From an optimization exercise on the open Yosys and OpenROAD flow, aimed at small area, a short achievable clock period and few clock cycles per item; shortcuts taken in it are not production practice.
Function was checked by simulation only, so behaviour that the tests miss may differ from the original.

==> module tg_gaps, before the edit <==
module tg_gaps (
    input  wire [11:0] kn,        
    input  wire [2:0]  used,      
    input  wire [15:0] cbase,     
    input  wire [15:0] base,
    input  wire [15:0] step,
    output wire [15:0] g1,
    output wire [15:0] g2,
    output wire [15:0] g3,
    output wire [15:0] span
);
    wire        u1 = used[0], u2 = used[1], u3 = used[2];
    wire [3:0]  k1 = kn[11:8], k2 = kn[7:4], k3 = kn[3:0];
    function automatic [63:0] pp(input [3:0] k, input [15:0] st);
        pp = {st & {16{k[0]}}, (st << 1) & {16{k[1]}},
              (st << 2) & {16{k[2]}}, (st << 3) & {16{k[3]}}};
    endfunction
    function automatic [31:0] csa(input [15:0] a, input [15:0] b, input [15:0] c);
        csa = {a ^ b ^ c, ((a & b) | (a & c) | (b & c)) << 1};
    endfunction
    function automatic [15:0] add16(input [15:0] a, input [15:0] b);
        reg [15:0] g, p, gn, pn;
        integer l, i;
        begin
            g = a & b;
            p = a ^ b;
            for (l = 0; l < 4; l = l + 1) begin
                gn = g;
                pn = p;
                for (i = 0; i < 16; i = i + 1)
                    if ((i >> l) & 1) begin
                        gn[i] = g[i] | (p[i] & g[((i >> l) << l) - 1]);
                        pn[i] = p[i] & p[((i >> l) << l) - 1];
                    end
                g = gn;
                p = pn;
            end
            add16 = (a ^ b) ^ {g[14:0], 1'b0};
        end
    endfunction
    function automatic [15:0] gap(input [15:0] b, input [3:0] k, input [15:0] st);
        reg [63:0] q;
        reg [31:0] x, y, w;
        begin
            q = pp(k, st);
            x = csa(q[63:48], q[47:32], b);
            y = csa(q[31:16], q[15:0], x[31:16]);
            w = csa(x[15:0], y[31:16], y[15:0]);
            gap = add16(w[31:16], w[15:0]);
        end
    endfunction
    assign g1 = gap(base, k1, step) & {16{u1}};
    assign g2 = gap(base, k2, step) & {16{u2}};
    assign g3 = gap(base, k3, step) & {16{u3}};
    wire [63:0] q1 = pp(k1 & {4{u1}}, step);
    wire [63:0] q2 = pp(k2 & {4{u2}}, step);
    wire [63:0] q3 = pp(k3 & {4{u3}}, step);
    wire [31:0] c1 = csa(q1[63:48], q1[47:32], q1[31:16]);
    wire [31:0] c2 = csa(q1[15:0],  q2[63:48], q2[47:32]);
    wire [31:0] c3 = csa(q2[31:16], q2[15:0],  q3[63:48]);
    wire [31:0] c4 = csa(q3[47:32], q3[31:16], q3[15:0]);
    wire [31:0] d1 = csa(c1[31:16], c1[15:0], c2[31:16]);
    wire [31:0] d2 = csa(c2[15:0],  c3[31:16], c3[15:0]);
    wire [31:0] d3 = csa(c4[31:16], c4[15:0],  cbase);
    wire [31:0] e1 = csa(d1[31:16], d1[15:0], d2[31:16]);
    wire [31:0] e2 = csa(d2[15:0],  d3[31:16], d3[15:0]);
    wire [31:0] f1 = csa(e1[31:16], e1[15:0], e2[31:16]);
    wire [31:0] h1 = csa(f1[31:16], f1[15:0], e2[15:0]);
    assign span = add16(h1[31:16], h1[15:0]);
endmodule
==> module ticket_gen, before the edit <==
module ticket_gen (
    input  wire         clk,
    input  wire         rst,
    input  wire         in_valid,
    output wire         in_ready,
    input  wire [127:0] key,
    input  wire [31:0]  frame,
    input  wire [31:0]  shot,
    input  wire [1:0]   subpulses,
    input  wire [15:0]  gap_base,
    input  wire [15:0]  gap_step,
    output wire         out_valid,
    input  wire         out_ready,
    output wire [127:0] keystream,
    output wire [31:0]  out_frame,
    output wire [31:0]  out_shot,
    output wire [2:0]   out_n,
    output wire [15:0]  gap1,
    output wire [15:0]  gap2,
    output wire [15:0]  gap3,
    output wire [15:0]  span
);
    localparam [63:0] CB_TAIL = 64'h454D_554B_4149_5449;   
    localparam integer MW = 98;                           
    reg  [10:0] v_q;                  
    wire        adv = !v_q[10] || out_ready;
    assign in_ready  = adv;
    assign out_valid = v_q[10];
    always @(posedge clk) begin
        if (rst)
            v_q <= 11'd0;
        else if (adv)
            v_q <= {v_q[9:0], in_valid};
    end
    wire [127:0] sb_d [1:10];
    wire [127:0] k_d  [1:10];
    wire [127:0] ark  [1:9];
    reg  [127:0] sb_q [1:10];
    reg  [127:0] k_q  [1:10];
    reg  [MW-1:0] m_q [1:10];
    tg_subbytes u_sb1 (.s_in({frame, shot, CB_TAIL} ^ key), .s_out(sb_d[1]));
    tg_key #(.RCON(8'h01)) u_k1 (.k_in(key), .k_out(k_d[1]));
    genvar g;
    generate
        for (g = 1; g <= 9; g = g + 1) begin : g_rnd
            localparam [7:0] RC = (g == 8) ? 8'h1b : (g == 9) ? 8'h36 : (8'h01 << g);
            wire [127:0] mc;
            tg_srmc #(.LAST(0)) u_mc (.s_in(sb_q[g]), .s_out(mc));
            assign ark[g] = mc ^ k_q[g];
            tg_subbytes u_sb (.s_in(ark[g]), .s_out(sb_d[g+1]));
            tg_key #(.RCON(RC)) u_k (.k_in(k_q[g]), .k_out(k_d[g+1]));
        end
    endgenerate
    integer j;
    always @(posedge clk) begin
        if (adv) begin
            sb_q[1] <= sb_d[1];
            k_q[1]  <= k_d[1];
            m_q[1]  <= {frame, shot, subpulses, gap_base, gap_step};
            for (j = 2; j <= 10; j = j + 1) begin
                sb_q[j] <= sb_d[j];
                k_q[j]  <= k_d[j];
                m_q[j]  <= m_q[j-1];
            end
        end
    end
    wire [127:0] sr10;
    tg_srmc #(.LAST(1)) u_sr10 (.s_in(sb_q[10]), .s_out(sr10));
    wire [127:0] z    = sr10 ^ k_q[10];
    wire [1:0]   sub  = m_q[10][33:32];
    wire [15:0]  base = m_q[10][31:16];
    wire [15:0]  step = m_q[10][15:0];
    wire [1:0]  sub9  = m_q[9][33:32];
    wire [15:0] base9 = m_q[9][31:16];
    reg  [2:0]  used_q;
    reg  [15:0] cbase_q;
    always @(posedge clk) begin
        if (adv) begin
            used_q   <= {sub9 == 2'd3, sub9[1], sub9 != 2'd0};
            cbase_q <= (base9 & {16{sub9[0]}}) + ({base9[14:0], 1'b0} & {16{sub9[1]}});
        end
    end
    wire [15:0] g1, g2, g3, sp;
    tg_gaps u_gaps (.kn(z[127:116]), .used(used_q), .cbase(cbase_q), .base(base), .step(step),
                    .g1(g1), .g2(g2), .g3(g3), .span(sp));
    reg [127:0] ks_q;
    reg [63:0]  fs_q;
    reg [2:0]   n_q;
    reg [15:0]  g1_q, g2_q, g3_q, span_q;
    always @(posedge clk) begin
        if (adv) begin
            ks_q   <= z;
            fs_q   <= m_q[10][97:34];
            n_q    <= {1'b0, sub} + 3'd1;
            g1_q   <= g1;
            g2_q   <= g2;
            g3_q   <= g3;
            span_q <= sp;
        end
    end
    assign keystream = ks_q;
    assign out_frame = fs_q[63:32];
    assign out_shot  = fs_q[31:0];
    assign out_n     = n_q;
    assign gap1      = g1_q;
    assign gap2      = g2_q;
    assign gap3      = g3_q;
    assign span      = span_q;
endmodule
==> flow/config.mk <==
export PLATFORM = sky130hd
export DESIGN_NAME = ticket_gen
export DESIGN_NICKNAME = ticket_gen
export VERILOG_FILES = /design/flow/design.v
export SDC_FILE = /design/flow/constraint.sdc
export NUM_CORES = 4
export LEC_CHECK = 0
export CAP_MARGIN = 20
export CORE_MARGIN = 2
export CORE_UTILIZATION = 55
export SETUP_SLACK_MARGIN = 3.5
export SLEW_MARGIN = 20
==> flow/constraint.sdc <==
create_clock -name core_clock -period 9.5 [get_ports {clk}]
set_input_delay 1.9000 -clock core_clock [delete_from_list [all_inputs] [get_ports {clk}]]
set_output_delay 1.9000 -clock core_clock [all_outputs]
set_load 0.01 [all_outputs]
standard.sh (not shown) runs the stock make flow with config.mk's settings and CLKGATE_MAP_FILE= SYNTH_SCRIPT=/design/flow/synth_recipe.tcl, a recipe that flattens the netlist after the stock synthesis.
==> flow/flow/run.sh <==
#!/bin/bash
# Layout flow: the standard flow, except in synthesis. There the gap arithmetic
# (module tg_gaps) is kept apart until technology mapping and mapped with ORFS's
# speed script, and the rest of the logic is mapped with an area-oriented ABC
# script (flow/abc_area.script) instead. Everything else (the synthesis front end,
# flip-flop mapping, the final flattening and renaming, floorplan, placement, CTS,
# routing, finishing) is the standard flow.
set -euo pipefail
W=$(pwd)
# ORFS's synth.tcl with only the ABC step replaced
sed 's#^\(\s*\)log_cmd abc {\*}$abc_args#\1set abc_fast $abc_args\n\1set abc_args [lreplace $abc_args 1 1 '"$W"'/flow/abc_area.script]\n\1log_cmd abc {*}$abc_fast tg_gaps\n\1log_cmd abc {*}$abc_args $::env(DESIGN_NAME)#' \
    "$FLOW_HOME/scripts/synth.tcl" > "$W/synth_area.tcl"
grep -q "flow/abc_area.script" "$W/synth_area.tcl"
# The standard flow's synthesis script, sourcing the copy above
sed 's#source $::env(SCRIPTS_DIR)/synth.tcl#source '"$W"'/synth_area.tcl#' synth_recipe.tcl > "$W/synth_top.tcl"
grep -q "synth_area.tcl" "$W/synth_top.tcl"
# The standard.sh, with the synthesis script swapped and tg_gaps kept until mapping
sed 's#SYNTH_SCRIPT=[^ ]*#SYNTH_SCRIPT='"$W"'/synth_top.tcl SYNTH_KEEP_MODULES=tg_gaps#' standard.sh > "$W/flow_std.sh"
grep -q "synth_top.tcl" "$W/flow_std.sh"
bash "$W/flow_std.sh" ${FLOW_TARGET:-finish} > "$W/flow_make.log" 2>&1 || { tail -50 "$W/flow_make.log"; exit 1; }
tail -20 "$W/flow_make.log"
[ -n "${FLOW_TARGET:-}" ] || test -f "$W/out/final.def"
==> flow/flow/abc_area.script <==
strash
&get -n
&dch -f
&nf -p -R 1000
&put
topo
stime -c
The starting point completed with no timing, DRC or antenna violations.
Testbench counts at the start, summed over its fixed seeds: cycles 1,048, items 960.
Rerun with:
--- a/flow/design.v
+++ b/flow/design.v
@@ -108,18 +108,17 @@
     endgenerate
 endmodule
 module tg_gaps (
     input  wire [11:0] kn,        
-    input  wire [2:0]  used,      
-    input  wire [15:0] cbase,     
+    input  wire [1:0]  sub,       
     input  wire [15:0] base,
     input  wire [15:0] step,
     output wire [15:0] g1,
     output wire [15:0] g2,
     output wire [15:0] g3,
     output wire [15:0] span
 );
-    wire        u1 = used[0], u2 = used[1], u3 = used[2];
+    wire        u1 = (sub >= 2'd1), u2 = (sub >= 2'd2), u3 = (sub >= 2'd3);
     wire [3:0]  k1 = kn[11:8], k2 = kn[7:4], k3 = kn[3:0];
     function automatic [63:0] pp(input [3:0] k, input [15:0] st);
         pp = {st & {16{k[0]}}, (st << 1) & {16{k[1]}},
               (st << 2) & {16{k[2]}}, (st << 3) & {16{k[3]}}};
@@ -163,15 +162,18 @@
     assign g3 = gap(base, k3, step) & {16{u3}};
     wire [63:0] q1 = pp(k1 & {4{u1}}, step);
     wire [63:0] q2 = pp(k2 & {4{u2}}, step);
     wire [63:0] q3 = pp(k3 & {4{u3}}, step);
+    wire [15:0] cb0 = base & {16{sub[0]}};
+    wire [15:0] cb1 = (base << 1) & {16{sub[1]}};
     wire [31:0] c1 = csa(q1[63:48], q1[47:32], q1[31:16]);
     wire [31:0] c2 = csa(q1[15:0],  q2[63:48], q2[47:32]);
     wire [31:0] c3 = csa(q2[31:16], q2[15:0],  q3[63:48]);
     wire [31:0] c4 = csa(q3[47:32], q3[31:16], q3[15:0]);
-    wire [31:0] d1 = csa(c1[31:16], c1[15:0], c2[31:16]);
-    wire [31:0] d2 = csa(c2[15:0],  c3[31:16], c3[15:0]);
-    wire [31:0] d3 = csa(c4[31:16], c4[15:0],  cbase);
+    wire [31:0] c5 = csa(cb0, cb1, c1[31:16]);
+    wire [31:0] d1 = csa(c1[15:0],  c2[31:16], c2[15:0]);
+    wire [31:0] d2 = csa(c3[31:16], c3[15:0],  c4[31:16]);
+    wire [31:0] d3 = csa(c4[15:0],  c5[31:16], c5[15:0]);
     wire [31:0] e1 = csa(d1[31:16], d1[15:0], d2[31:16]);
     wire [31:0] e2 = csa(d2[15:0],  d3[31:16], d3[15:0]);
     wire [31:0] f1 = csa(e1[31:16], e1[15:0], e2[31:16]);
     wire [31:0] h1 = csa(f1[31:16], f1[15:0], e2[15:0]);
@@ -248,20 +250,10 @@
     wire [127:0] z    = sr10 ^ k_q[10];
     wire [1:0]   sub  = m_q[10][33:32];
     wire [15:0]  base = m_q[10][31:16];
     wire [15:0]  step = m_q[10][15:0];
-    wire [1:0]  sub9  = m_q[9][33:32];
-    wire [15:0] base9 = m_q[9][31:16];
-    reg  [2:0]  used_q;
-    reg  [15:0] cbase_q;
-    always @(posedge clk) begin
-        if (adv) begin
-            used_q   <= {sub9 == 2'd3, sub9[1], sub9 != 2'd0};
-            cbase_q <= (base9 & {16{sub9[0]}}) + ({base9[14:0], 1'b0} & {16{sub9[1]}});
-        end
-    end
     wire [15:0] g1, g2, g3, sp;
-    tg_gaps u_gaps (.kn(z[127:116]), .used(used_q), .cbase(cbase_q), .base(base), .step(step),
+    tg_gaps u_gaps (.kn(z[127:116]), .sub(sub), .base(base), .step(step),
                     .g1(g1), .g2(g2), .g3(g3), .span(sp));
     reg [127:0] ks_q;
     reg [63:0]  fs_q;
     reg [2:0]   n_q;
The new run passed the timing, design-rule and antenna checks.
Core utilization decreases by 0.16 points.
Worst setup slack gets worse by 200 ps.
Wire length stays flat.
Clock-buffer cell count increases by 4.
Final area hardly moves.
Testbench counts after the change, summed over its fixed seeds: cycles 1,048, items 960.

## static timing again, ports no longer ideal
No port has a modelled driver above. Below, the same layouts with a new extraction and two added sets of constraints.
Step 1 sets driving cells, clkbuf_16 on the clock port and buf_2 on the other inputs (assumed; they add their load-dependent delay and slew).
Step 2 adds t to the input delays and takes it off the output delays; t is the mean of the earliest and latest rising clock arrival at the registers after step 1. Input paths then give back, and output paths get back, about the clock's delay inside the block.
Slacks: no drivers / after step 1 / after step 2; pairs: no drivers / after step 1.
run	t, ns	setup slack, ns	pins driven straight from the clock port
the first run	1.224	3.459 / 3.459 / 2.424	1
the second run	1.240	3.262 / 3.262 / 2.358	1
After both steps every run listed still meets setup and hold. The setup slack of the first run, which loses most, moves by 0.000 ns with the drivers and by -1.035 ns with both steps.
